Context: an optimization exercise on an open-source flow, tuned for small area and a short achievable clock period. The choices shown serve that exercise and are no tape-out recipe. At most, simulation tests tie the RTL to the original design; equivalence was not proved. No functional check of the RTL was part of run 1. Power figures rest on the tool's default switching activity, not on a simulated workload.

==> flow/design.v <==
module dec_unit (
    input  wire         clk,
    input  wire         rst,       
    input  wire         trig,      
    input  wire [1:0]   op,        
    input  wire [127:0] a,
    input  wire [127:0] b,
    output reg  [127:0] r,         
    output wire         done,      
    output reg          cpl,       
    output reg          dov,       
    output reg          exc,       
    output wire [15:0]  detail     
);
    reg [127:0] a_q, b_q;          
    reg         chk_q;
    reg [4:0]   cnt;               
    reg         done_q;            
    reg         pre_q;             
    reg         wrn_q;             
    reg         sh_q, lg_q;        
    reg         es_q;              
    reg         na_q;              
    reg         c_q;               
    reg         g_q;               
    reg         z_q;               
    reg         fa_q;              
    reg         inv_q;             
    reg         bop_q;             
    reg [4:0]   bidx_q;            
    assign done   = done_q;
    assign detail = {4'd0, bidx_q, bop_q, 1'b1, 5'd0};
    wire first  = (cnt == 5'd1);
    wire over15 = |(a_q[127:64] | b_q[127:64]);
    wire over23 = |(a_q[127:96] | b_q[127:96]);
    wire p1     = first | (sh_q ? (cnt == 5'd2)
                                : ((cnt[4:2] == 3'd0) & (cnt[1:0] != 2'd0)) | (cnt == 5'd4));
    wire p2     = es_q & ~g_q & (sh_q ? ((cnt == 5'd3) | (cnt == 5'd4))
                                      : ((cnt[4:2] == 3'd1) & (cnt[1:0] != 2'd0)) | (cnt == 5'd8));
    wire half   = first ? ~over15 : (sh_q | (cnt > 5'd8));
    wire fseg   = first | (cnt[0] & (sh_q | cnt[3] | cnt[4] | ~cnt[1]));
    wire nin    = es_q & (p1 | p2);            
    reg [31:0] sl;
    reg [7:0]  bad_a, bad_b, nz;
    reg        c;
    reg [3:0]  x, y, o;
    reg [4:0]  t;
    reg        co, c0, c1;
    integer i;
    always @* begin
        c = first ? es_q : (fseg ? 1'b0 : c_q);
        for (i = 0; i < 8; i = i + 1) begin
            x = a_q[4*i +: 4];
            y = b_q[4*i +: 4];
            if (nin) y = {~(y[3] | y[2] | y[1]), y[2] ^ y[1], y[1], ~y[0]};
            t  = {1'b0, x} + {1'b0, y};
            c0 = t[4] | (t[3] & (t[2] | t[1]));           
            c1 = t[4] | (t[3] & (t[2] | t[1] | t[0]));    
            co = c ? c1 : c0;
            o  = t[3:0] + {1'b0, co, co, c};
            if (p2) o = {~(o[3] | o[2] | o[1]), o[2] ^ o[1], o[1], ~o[0]};
            sl[4*i +: 4] = o;
            bad_a[i] = a_q[4*i+3] & (a_q[4*i+2] | a_q[4*i+1]);
            bad_b[i] = b_q[4*i+3] & (b_q[4*i+2] | b_q[4*i+1]);
            nz[i]    = |o;
            if (i == 0 && fseg) begin
                sl[3:0]  = first ? b_q[3:0] : a_q[3:0];    
                bad_a[0] = ~chk_q & (a_q[3:0] < 4'hA);
                bad_b[0] = b_q[3:0] < 4'hA;
                nz[0]    = 1'b0;
            end else
                c = co;
        end
    end
    function [2:0] low8(input [7:0] v);
        integer j;
        begin
            low8 = 3'd0;
            for (j = 7; j >= 0; j = j - 1)
                if (v[j]) low8 = j[2:0];
        end
    endfunction
    wire [1:0] seg = cnt[1:0] - 2'd1;
    wire       neg_r   = es_q ? (g_q ? (na_q & ~z_q) : ~na_q)
                              : (na_q & ~(z_q & ~g_q));
    wire [3:0] sign_r  = chk_q ? a_q[3:0] : {3'b110, neg_r};
    wire       cdig    = sh_q & ~es_q & g_q;      
    wire       invalid = inv_q;
    wire       a_bad   = |bad_a;
    wire       b_bad   = |bad_b;
    wire       near    = lg_q ? (cnt == 5'd16) :
                         sh_q ? (cnt == 5'd4) : (cnt == 5'd10);
    wire       fin     = pre_q & ~trig;
    wire       r_wr    = ~(rst | wrn_q | trig);
    wire       r_hold  = ~rst & (wrn_q | trig);
    wire ld_a  = trig & ~op[1];
    wire t_h   = ~trig & half;                 
    wire t_f   = ~trig & ~half;                
    wire na_ld = (a[3:0] == 4'hB) || (a[3:0] == 4'hD);
    wire nb_ld = (b[3:0] == 4'hB) || (b[3:0] == 4'hD);
    always @(posedge clk) begin
        if (trig) begin
            chk_q <= op[1];
            na_q  <= na_ld;
            es_q  <= ~op[1] & (na_ld ^ nb_ld ^ op[0]);
        end
        a_q[31:0]   <= (a[31:0]   & {32{ld_a}}) | (a_q[63:32] & {32{~trig}});
        a_q[63:32]  <= (a[63:32]  & {32{ld_a}}) | (sl & {32{t_h}}) | (a_q[95:64] & {32{t_f}});
        a_q[95:64]  <= (a[95:64]  & {32{ld_a}}) | (a_q[127:96] & {32{~trig}});
        a_q[127:96] <= (a[127:96] & {32{ld_a}}) | (a_q[95:64] & {32{t_h}}) | (sl & {32{t_f}});
        b_q <= (b & {128{trig}}) | ({32'd0, b_q[127:32]} & {128{~trig}});
        if (first) begin
            sh_q <= ~over15;
            lg_q <= over23;
        end
        c_q <= c;
        if (p1) begin
            g_q  <= c;
            z_q  <= ~(|nz) & (first | z_q);
            fa_q <= a_bad | (fa_q & ~first);
            inv_q <= a_bad | b_bad | (inv_q & ~first);
            if (a_bad & (~fa_q | first)) begin
                bop_q  <= 1'b0;
                bidx_q <= {seg, low8(bad_a)};
            end else if (b_bad & (~inv_q | first)) begin
                bop_q  <= 1'b1;
                bidx_q <= {seg, low8(bad_b)};
            end
        end
        cnt    <= trig ? 5'd1 : cnt + 5'd1;
        dov    <= ~invalid & ~es_q & g_q & lg_q;
        exc    <= invalid;
        pre_q <= ~rst & ~trig & ~done_q & near;
        wrn_q <= ~(~rst & ~trig & ~done_q & near & ~inv_q);  
        r <= ({a_q[127:65], a_q[64] | cdig, a_q[63:4], sign_r} & {128{r_wr}})
           | (r & {128{r_hold}});
        if (rst) begin
            done_q <= 1'b1;
            cpl    <= 1'b0;
        end else begin
            done_q <= ~trig & (done_q | pre_q);
            cpl    <= fin;
        end
    end
endmodule
==> flow/flow/run.sh <==
#!/bin/bash
# Standard ORFS layout, with the port buffers made from the smallest buffer
# cell (every input and output port still gets its own buffer), and a clock
# tree of larger sink clusters from small buffers, without dummy loads.
set -euo pipefail
export BUFFER_PORTS_ARGS="-buffer_cell sky130_fd_sc_hd__buf_1"
export CTS_ARGS="-sink_clustering_enable -repair_clock_nets -dont_use_dummy_load -sink_clustering_size 14 -sink_clustering_max_diameter 90 -buf_list {sky130_fd_sc_hd__clkbuf_4 sky130_fd_sc_hd__clkbuf_8}"
bash standard.sh > standard.log 2>&1
==> flow/standard.sh <==
#!/bin/bash
# synth_recipe.tcl (not shown) runs the flow's synth.tcl, then flattens the netlist and writes it again
# the make line also repeats each setting of config.mk as NAME=value (left out here)
make -C /OpenROAD-flow-scripts/flow DESIGN_CONFIG=/design/flow/config.mk WORK_HOME=/design/flow/orfs CLKGATE_MAP_FILE= SYNTH_SCRIPT=/design/flow/synth_recipe.tcl "${@:-finish}"
==> flow/config.mk <==
export PLATFORM = sky130hd
export DESIGN_NAME = dec_unit
export DESIGN_NICKNAME = dec_unit
export VERILOG_FILES = /design/flow/design.v
export SDC_FILE = /design/flow/constraint.sdc
export NUM_CORES = 4
export LEC_CHECK = 0
export CAP_MARGIN = 20
export CORE_MARGIN = 2
export CORE_UTILIZATION = 65
export SLEW_MARGIN = 60
==> flow/constraint.sdc <==
create_clock -name core_clock -period 70.0 [get_ports {clk}]
set_input_delay 14.0000 -clock core_clock [delete_from_list [all_inputs] [get_ports {clk}]]
set_output_delay 14.0000 -clock core_clock [all_outputs]
set_load 0.01 [all_outputs]
==> key figures, run 1 <==
Detailed routing
  • Post-DRT Antenna Nets: 0
  • Drt initial violations: 1335
  • Drt wl/cell: 22.6 µm
  • Vias: 14.1k
  • Vias per cell: 5.93
  • First-pass DRT Iterations: 6
  • DRC Markers: 0
  • DRT Wirelength: 53700 µm

Floorplanning
  • Die H: 166 µm
  • Die Wd: 166 µm
  • Starting density of the core: 66.0%
  • Core Box Area: 0.0260 mm²
  • IO Count: 409
  • Row Count: 59
  • DIE AREA: 0.0277 mm²

Power and ir drop
  • P_sw: 0.322 mW
  • Internal power: 0.439 mW
  • Sw frac: 42.3%
  • Sequential power share: 39.8%
  • Clk pwr share: 15.7%
  • Peak VDD IR: 0.0258 mV
  • Combinational Power Share: 44.5%
  • P_leak: 7.96 nW
  • Power Dens Cells: 39.2 mW/mm²
  • Tot Pwr: 0.762 mW

Clocking
  • Clock root buffer: clkbuf_8
  • Clock transition at path regs: 100 ps
  • Post_cts resized: 0
  • Skew-Pair Late Insertion Delay: 580 ps
  • Clk buf depth: 3
  • CTS tree: yes
  • # Post-CTS Setup Buffers: 0
  • CTS H-tree depth: 2
  • Num Clock Sinks: 411
  • CTS buffer count: 35
  • Post-CTS Hold Fix Bufs: 0

STA
  • Post-layout min period: 16030 ps
  • Hold_ws: 449 ps
  • Sum of negative setup slack: 0 ps
  • Highest Clock Rate: 0.0624 GHz
  • Fin. Hold Viols: 0
  • # setup viols final: 0
  • Layout Skew: 50.4 ps
  • Fin. max-slew vios: 0
  • Tcrit/Tclk final: 22.9%
  • Slew margin rel.: 59.6%
  • RSZ-0062 raised after global routing: no
  • Worst Max-Slew Pin Slew: 601 ps

Logic synthesis
  • Top_reg_cell synth: dfxtp_1
  • Post-synth cell types: 62
  • Yosys Warn Count: 1
  • Sequential fraction of the synthesis area: 48.9%
  • Ys async rst share: 0%
  • Synthesized area per cell: 10.2 µm²
  • Seq cells post-synth: 411
  • Synth Instances: 1681
  • Post-synthesis cell area: 0.0171 mm²
  • Number of synthesized flops with an enable pin: 15

GRT
  • Remaining Overflow, GRT: 0
  • First-pass GRT wire length: 78900 µm
  • Initial antenna violation count: 3
  • GRT Total Usage: 37.0%
  • Pin count of the biggest net entering global routing: 92
  • Vias in the first global route: 13.4k

Finish
  • Nets: 2382
  • Area delta synth->final: 13.4%
  • Layout cell share with drive strength beyond 1: 8.85%

Worst setup path
  • Crit. End Element: register
  • CP max FO: 85
  • Arr. time, crit path: 16520 ps
  • Bufs and invs on worst path: 6
  • Kind of critical path: primary input to register
  • Slowest Stage Delay on Critical Path: 560 ps
  • Levels on crit path: 9
  • Crit-path slowest cell: nor2b_4
  • CP Launch Type: primary input
  • R2R depth: 27
  • Crit path cell chain: clkbuf_8 > buf_12 > buf_16 > nor2b_4 > buf_8 > buf_12 > buf_12 > nand2_1 > o21ai_0
  • Most frequent CP cell: buf_12
  • CP required: 70480 ps
  • Cell family with most CP delay: buffers and inverters

Status
  • Run status: no timing/DRC/antenna violations

Worst hold path
  • Hold Path Depth: 2
  • Hold Path Class: register to register

Place
  • Port Buffers: 398
  • Dpl hpwl: 41500 µm
  • GPL Wtd Cong: 0.948

Job
  • Max Cap Viol: 0
[synthesized netlist by cell type (3+ instances only)]
| master | count | area, µm² |
|---|---|---|
| buf_1 | 3 | 11.3 |
| mux2i_1 | 63 | 631 |
| nor2_1 | 30 | 113 |
| xor2_1 | 32 | 280 |
| fa_1 | 16 | 320 |
| nor4_1 | 48 | 300 |
| o211ai_1 | 4 | 30.0 |
| and3_1 | 3 | 18.8 |
| edfxtp_1 | 15 | 450 |
| buf_2 | 8 | 40.0 |
| inv_1 | 101 | 379 |
| mux2_2 | 106 | 1190 |
| nand2b_1 | 9 | 56.3 |
| clkbuf_1 | 74 | 278 |
| nand3_1 | 23 | 115 |
| a211oi_1 | 3 | 22.5 |
| a21o_1 | 34 | 255 |
| nand4_1 | 13 | 81.3 |
| and2_1 | 33 | 206 |
| o21ai_0 | 164 | 821 |
| nor3_1 | 10 | 50.1 |
| o21a_1 | 4 | 30.0 |
| nor2b_1 | 8 | 50.1 |
| xnor2_1 | 29 | 254 |
| a22o_1 | 126 | 1100 |
| nor3b_1 | 3 | 22.5 |
| ha_1 | 69 | 863 |
| nand2_1 | 166 | 623 |
| dfxtp_1 | 396 | 7930 |
| buf_4 | 16 | 120 |
| a21oi_1 | 33 | 165 |
[stage by stage]
step	area [µm²]	instances	utilization [%]	worst slack, ps
floorplan	17200	1689	-	54610
global placement	18700	2329	72.1	52760
detailed placement	19000	2334	72.9	53430
CTS	19400	2369	74.8	54020
global route	19400	2371	74.8	53830
finish	19400	2373	74.8	53970
[worst paths after layout]
check / end / start / slack, ps
max: a_q[127] / trig / 53970
max reg2reg: z_q / cnt[0] / 62380
min reg2reg: a_q[31] / a_q[63] / 450
min: a_q[31] / a_q[63] / 450
[state kept, by name, indices dropped and copies added (netlist names), 5 cells and up]
| signal | count |
|---|---|
| a_q | 128 |
| b_q | 128 |
| r | 128 |
| bidx_q | 5 |
| cnt | 5 |
[layout make-up]
class	instances	area (µm²)
Multi-Input combinational cell	1074	8040
Inverter	102	384
Fill cell	1897	6540
Timing Repair Buffer	412	1740
Clock buffer	35	482
Antenna cell	4	10.0
Sequential cell	411	8380
Tap cell	335	419
[routing by layer]
metal | routed length (µm) | GRT usage (%) | vias up
met3 | 4060 | 4.98 | 129
met1 | 22300 | 50.4 | 6657
li1 | - | - | 6567
met2 | 24800 | 59.8 | 723
met4 | 2500 | 15.6 | 0
met5 | 0 | 0 | -
[cell usage in the layout (no fill, tap or decap), types with 3 or more instances in the layout]
master and count:
mux2_2 106, nor2b_1 7, nor2_1 29, buf_6 4, a21oi_1 31, o211ai_1 4, nand2_1 166, dfxtp_1 396
and3_1 3, buf_16 3, xnor2_1 29, o21ai_0 159, inv_1 101, nand3_1 23, a22o_1 126, xor2_1 32
and2_1 33, nor3_1 9, a211oi_1 3, diode_2 4, fa_1 16, conb_1 10, nor4_2 6, o21ai_1 5
mux2i_1 63, a21o_1 34, nand2b_1 9, ha_1 69, nor4_1 42, edfxtp_1 15, o21a_1 4, buf_1 397
clkbuf_8 36, buf_12 3, nand4_1 13
[worst reg2reg max path: stages (launching register included)]
cell	delay [ps]
dfxtp_1	620
inv_1	180
ha_1	240
or2_2	300
a311oi_1	290
o21a_1	170
buf_4	380
o21ai_2	150
buf_4	280
mux2_2	330
ha_1	340
and3_1	190
o21ai_0	360
o211ai_1	190
and4b_4	260
o2111a_1	260
nor2_2	310
a211o_1	250
nand2_1	90
o211ai_2	400
ha_1	300
a21o_1	150
a21oi_1	170
xor2_1	200
o21ai_0	220
nor4_1	440
nand3_1	210
nor3_1	190
[power by group through the flow]
| stage | registers [mW] | clock network (mW) | logic, mW |
|---|---|---|---|
| 2_1_floorplan | 0.292 | 0 | 0.222 |
| 3_3_place_gp | 0.306 | 0 | 0.311 |
| 3_5_place_dp | 0.307 | 0 | 0.322 |
| 4_1_cts | 0.302 | 0.119 | 0.326 |
| 5_1_grt | 0.306 | 0.128 | 0.362 |
| 6_report | 0.303 | 0.120 | 0.339 |
[cell families after synthesis]
group                    synth area share (%)
AO/OA/AOI/OAI                            15.3
XOR/XNOR                                 3.12
adder cells (fa/ha/maj)                  6.96
buffers and inverters                    4.93
flip-flops                               48.9
multiplexers                             10.6
other                                  0.0438
AND/OR/NAND/NOR                          10.2
==> run 2: changes to the inputs <==
--- a/flow/design.v
+++ b/flow/design.v
@@ -14,4 +14,6 @@
 );
     reg [127:0] a_q, b_q;          
+    wire [127:0] at = a_q ^ {{32{1'b1}}, 32'd0, {32{1'b1}}, 32'd0};
+    wire [127:0] bt = b_q ^ {{32{1'b1}}, 32'd0, {32{1'b1}}, 32'd0};
     reg         chk_q;
     reg [4:0]   cnt;               
@@ -32,6 +34,6 @@
     assign detail = {4'd0, bidx_q, bop_q, 1'b1, 5'd0};
     wire first  = (cnt == 5'd1);
-    wire over15 = |(a_q[127:64] | b_q[127:64]);
-    wire over23 = |(a_q[127:96] | b_q[127:96]);
+    wire over15 = |(at[127:64] | bt[127:64]);
+    wire over23 = |(at[127:96] | bt[127:96]);
     wire p1     = first | (sh_q ? (cnt == 5'd2)
                                 : ((cnt[4:2] == 3'd0) & (cnt[1:0] != 2'd0)) | (cnt == 5'd4));
@@ -51,6 +53,6 @@
         c = first ? es_q : (fseg ? 1'b0 : c_q);
         for (i = 0; i < 8; i = i + 1) begin
-            x = a_q[4*i +: 4];
-            y = b_q[4*i +: 4];
+            x = at[4*i +: 4];
+            y = bt[4*i +: 4];
             if (nin) y = {~(y[3] | y[2] | y[1]), y[2] ^ y[1], y[1], ~y[0]};
             t  = {1'b0, x} + {1'b0, y};
@@ -61,11 +63,11 @@
             if (p2) o = {~(o[3] | o[2] | o[1]), o[2] ^ o[1], o[1], ~o[0]};
             sl[4*i +: 4] = o;
-            bad_a[i] = a_q[4*i+3] & (a_q[4*i+2] | a_q[4*i+1]);
-            bad_b[i] = b_q[4*i+3] & (b_q[4*i+2] | b_q[4*i+1]);
+            bad_a[i] = at[4*i+3] & (at[4*i+2] | at[4*i+1]);
+            bad_b[i] = bt[4*i+3] & (bt[4*i+2] | bt[4*i+1]);
             nz[i]    = |o;
             if (i == 0 && fseg) begin
-                sl[3:0]  = first ? b_q[3:0] : a_q[3:0];    
-                bad_a[0] = ~chk_q & (a_q[3:0] < 4'hA);
-                bad_b[0] = b_q[3:0] < 4'hA;
+                sl[3:0]  = first ? bt[3:0] : at[3:0];      
+                bad_a[0] = ~chk_q & (at[3:0] < 4'hA);
+                bad_b[0] = bt[3:0] < 4'hA;
                 nz[0]    = 1'b0;
             end else
@@ -84,5 +86,5 @@
     wire       neg_r   = es_q ? (g_q ? (na_q & ~z_q) : ~na_q)
                               : (na_q & ~(z_q & ~g_q));
-    wire [3:0] sign_r  = chk_q ? a_q[3:0] : {3'b110, neg_r};
+    wire [3:0] sign_r  = chk_q ? at[3:0] : {3'b110, neg_r};
     wire       cdig    = sh_q & ~es_q & g_q;      
     wire       invalid = inv_q;
@@ -105,9 +107,10 @@
             es_q  <= ~op[1] & (na_ld ^ nb_ld ^ op[0]);
         end
-        a_q[31:0]   <= (a[31:0]   & {32{ld_a}}) | (a_q[63:32] & {32{~trig}});
-        a_q[63:32]  <= (a[63:32]  & {32{ld_a}}) | (sl & {32{t_h}}) | (a_q[95:64] & {32{t_f}});
-        a_q[95:64]  <= (a[95:64]  & {32{ld_a}}) | (a_q[127:96] & {32{~trig}});
-        a_q[127:96] <= (a[127:96] & {32{ld_a}}) | (a_q[95:64] & {32{t_h}}) | (sl & {32{t_f}});
-        b_q <= (b & {128{trig}}) | ({32'd0, b_q[127:32]} & {128{~trig}});
+        a_q[31:0]   <=   (a[31:0]   & {32{ld_a}}) | (at[63:32] & {32{~trig}});
+        a_q[63:32]  <= ~((a[63:32]  & {32{ld_a}}) | (sl & {32{t_h}}) | (at[95:64] & {32{t_f}}));
+        a_q[95:64]  <=   (a[95:64]  & {32{ld_a}}) | (at[127:96] & {32{~trig}});
+        a_q[127:96] <= ~((a[127:96] & {32{ld_a}}) | (at[95:64] & {32{t_h}}) | (sl & {32{t_f}}));
+        b_q <= ((b & {128{trig}}) | ({32'd0, bt[127:32]} & {128{~trig}}))
+             ^ {{32{1'b1}}, 32'd0, {32{1'b1}}, 32'd0};
         if (first) begin
             sh_q <= ~over15;
@@ -133,5 +136,5 @@
         pre_q <= ~rst & ~trig & ~done_q & near;
         wrn_q <= ~(~rst & ~trig & ~done_q & near & ~inv_q);  
-        r <= ({a_q[127:65], a_q[64] | cdig, a_q[63:4], sign_r} & {128{r_wr}})
+        r <= ({at[127:65], at[64] | cdig, at[63:4], sign_r} & {128{r_wr}})
            | (r & {128{r_hold}});
         if (rst) begin
==> run 2 against run 1 <==
Effect of this change:
- highest routed layer is now met5
- first-iteration DRC count grew 25%
- worst setup slack gained 630 ps
- clock power is essentially flat
- largest power group unchanged
- utilization grew 0.27 points
- register-to-register slack lost 30 ps
- power shrank 3.6%
- sequential share of layout area grew 1.2 points
- cell count grew 2.4%
- area after synthesis shrank 2.7%
- flip-flop and latch count is the same
- fmax grew 4.1%
==> key figures, run 2 <==
Status
  • Run status: no timing/DRC/antenna violations

Power and ir drop
  • Tot Pwr: 0.734 mW
  • P_leak: 7.83 nW
  • Peak VDD IR: 0.0262 mV
  • Power Dens Cells: 38.8 mW/mm²

Finish
  • Area delta synth->final: 13.4%
  • Commonest cells after routing, fill and taps aside: buf_1, dfxtp_1, nand2_1
  • Nets: 2446
  • Top Registers: a_q: 128 flops, b_q: 128 flops, r: 128 flops
  • Layout cell share with drive strength beyond 1: 4.05%
  • Commonest non-fill, non-tap cell in the layout: buf_1
  • Final Instance Count excl. Fillers: 2429

Worst hold path
  • Hold Path Class: register to register
  • Worst Min Path Start: b_q[122]

Detailed routing
  • Drt initial violations: 1672
  • Drt wl/cell: 21.1 µm
  • Vias: 14.3k
  • Vias per cell: 5.88
  • DRC Markers: 0
  • DRT Wirelength: 51100 µm
  • First-pass DRT Iterations: 6
  • Post-DRT Antenna Nets: 0

Logic synthesis
  • Post-synth top cells: dfxtp_1, nand2_1, o21ai_0
  • Top cell type by total area after synthesis: dfxtp_1
  • Top_reg_cell synth: dfxtp_1
  • Yosys Warn Count: 1
  • Ys async rst share: 0%
  • Top cells by area, synth: dfxtp_1, o21ai_0, nand2_1
  • Post-synthesis cell area: 0.0167 mm²
  • Post-synth cell types: 68
  • Synth top area share: 47.5%
  • Sequential fraction of the synthesis area: 50.2%
  • Number of synthesized flops with an enable pin: 15
  • Synth Instances: 1752
  • Most common cell in the netlist: dfxtp_1
  • Seq cells post-synth: 411
  • Synthesized area per cell: 9.52 µm²

STA
  • Highest Clock Rate: 0.0649 GHz
  • Slew margin rel.: 61.4%
  • Fin. Hold Viols: 0
  • Post-layout min period: 15400 ps
  • Tcrit/Tclk final: 22.0%
  • Fin. max-slew vios: 0
  • Worst Max-Slew Pin Slew: 574 ps
  • Layout Skew: 44.4 ps
  • # setup viols final: 0
  • RSZ-0062 raised after global routing: no
  • Sum of negative setup slack: 0 ps

Job
  • Max Cap Viol: 0

Worst setup path
  • CP Launch Type: primary input
  • CP max FO: 92
  • Crit. End Element: register
  • CP required: 70470 ps
  • CP Launch Point: trig
  • Reg2reg start: cnt[0]
  • Kind of critical path: primary input to register
  • Arr. time, crit path: 15870 ps

Floorplanning
  • IO Count: 409
  • Row Count: 58
  • Die Wd: 164 µm
  • Starting density of the core: 66.3%
  • Die H: 164 µm
  • DIE AREA: 0.0270 mm²
  • Core Box Area: 0.0252 mm²

Place
  • Port Buffers: 398
  • Dpl hpwl: 40000 µm
  • GPL Wtd Cong: 0.952
  • Dpl cells: 2393

GRT
  • Pin count of the biggest net entering global routing: 103
  • GRT Total Usage: 37.5%
  • Vias in the first global route: 13.4k
  • Initial antenna violation count: 2
  • Remaining Overflow, GRT: 0
  • First-pass GRT wire length: 76500 µm

Clocking
  • CTS H-tree depth: 2
  • CTS tree: yes
  • Clock transition at path regs: 90 ps
  • Clk buf depth: 3
  • CTS buffer count: 35
  • Skew-Pair Late Insertion Delay: 560 ps
  • Post_cts resized: 0
  • Clock root buffer: clkbuf_8
  • Num Clock Sinks: 411
  • # Post-CTS Setup Buffers: 0
  • Post-CTS Hold Fix Bufs: 0
## run 2: cell types whose count changed after synthesis, sizes merged, moves of 9 or more
cell   previous run  this run
and2             33         1
inv             101        39
nor2             31        91
nand4            13        26
nor4             48        34
a22o            126        58
buf              28        37
a21oi            33        95
nand2           166       267
o21ai           166       235
mux2            106        11
mux2i            63        95
## run 2: report_power, final
part | internal, mW | switching, mW
Sequential | 0.270 | 0.0337
Combinational | 0.121 | 0.191
Clock | 0.0450 | 0.0742
Total | 0.435 | 0.299
## run 2: final cells by class
| type | count | area [µm²] |
|---|---|---|
| diodes | 1 | 2.50 |
| flip-flops and latches | 411 | 8380 |
| inverters | 39 | 146 |
| multi-input cells | 1202 | 7790 |
| fillers | 1932 | 6270 |
| clock buffers | 35 | 482 |
| repair buffers | 411 | 1710 |
| well taps | 330 | 413 |
## run 2: cells by family after synthesis
kind of cell             count (synthesis)  synth area share, %
AO/OA/AOI/OAI                          454                 16.2
XOR/XNOR                                61                 3.20
adder cells (fa/ha/maj)                 86                 7.15
buffers and inverters                  147                 3.75
flip-flops                             411                 50.2
multiplexers                           106                 6.46
other                                    2               0.0450
AND/OR/NAND/NOR                        485                 13.0
## run 2: critical path: stages
cell,delay (ps)
buf_8,400
nor2_1,150
nor2_4,110
buf_6,390
clkbuf_8,540
a22o_1,220
## run 2: metrics by stage
stage | utilization, % | setup slack [ps] | instance area (µm²) | hold WS, ps
finish | 75.1 | 54600 | 18900 | 399
CTS | 75.1 | 54590 | 18900 | 404
global route | 75.1 | 54480 | 18900 | 425
detailed placement | 73.1 | 54030 | 18400 | 396
global placement | 72.6 | 53180 | 18300 | 395
floorplan | - | 54720 | 16700 | 388
## run 2: per-layer routing
| layer | vias to the layer above | track usage [%] | wire length (µm) | part of all wire (%) |
|---|---|---|---|---|
| li1 | 6756 | - | - | - |
| met1 | 6724 | 51.6 | 21400 | 42 |
| met2 | 694 | 61.0 | 23700 | 46 |
| met3 | 113 | 5.05 | 4140 | 8.1 |
| met4 | 2 | 13.0 | 1870 | 3.6 |
| met5 | - | 0 | 13 | 0.025 |
## run 2: worst paths after layout
check / cells past startpoint / slack, ps / to
hold / removal: 1 / 400 / b_q[90]
setup reg to reg: 26 / 62350 / z_q
setup / recovery: 6 / 54600 / r[72]
hold reg to reg: 1 / 400 / b_q[90]

## what the ideal ports hide
In the flow no input, the clock included, has a driving cell. The finished layouts below were timed again as built, in two steps.
Step 1 sets driving cells, clkbuf_16 on the clock port and buf_2 on the other inputs (assumed; they add their load-dependent delay and slew).
Step 2 also shifts input and output timing later by t, the mid clock arrival at the registers, as if the neighbouring blocks saw the same clock.
Three values: ideal, step 1, step 2; two values: the first two.
| run | t (ns) | setup slack, ns | slew at the worst register clock pin (ns) | worst data-port slew with drivers (ns) |
|---|---|---|---|---|
| run 1 | 0.611 | 53.967 / 53.981 / 53.370 | 0.11 / 0.11 | 0.09 |
| run 2 | 0.583 | 54.601 / 54.590 / 54.007 | 0.12 / 0.12 | 0.07 |
After both steps every run listed still meets setup and hold. For run 1, which loses most, drivers alone change the setup slack by +0.014 ns; drivers and shift together by -0.597 ns.
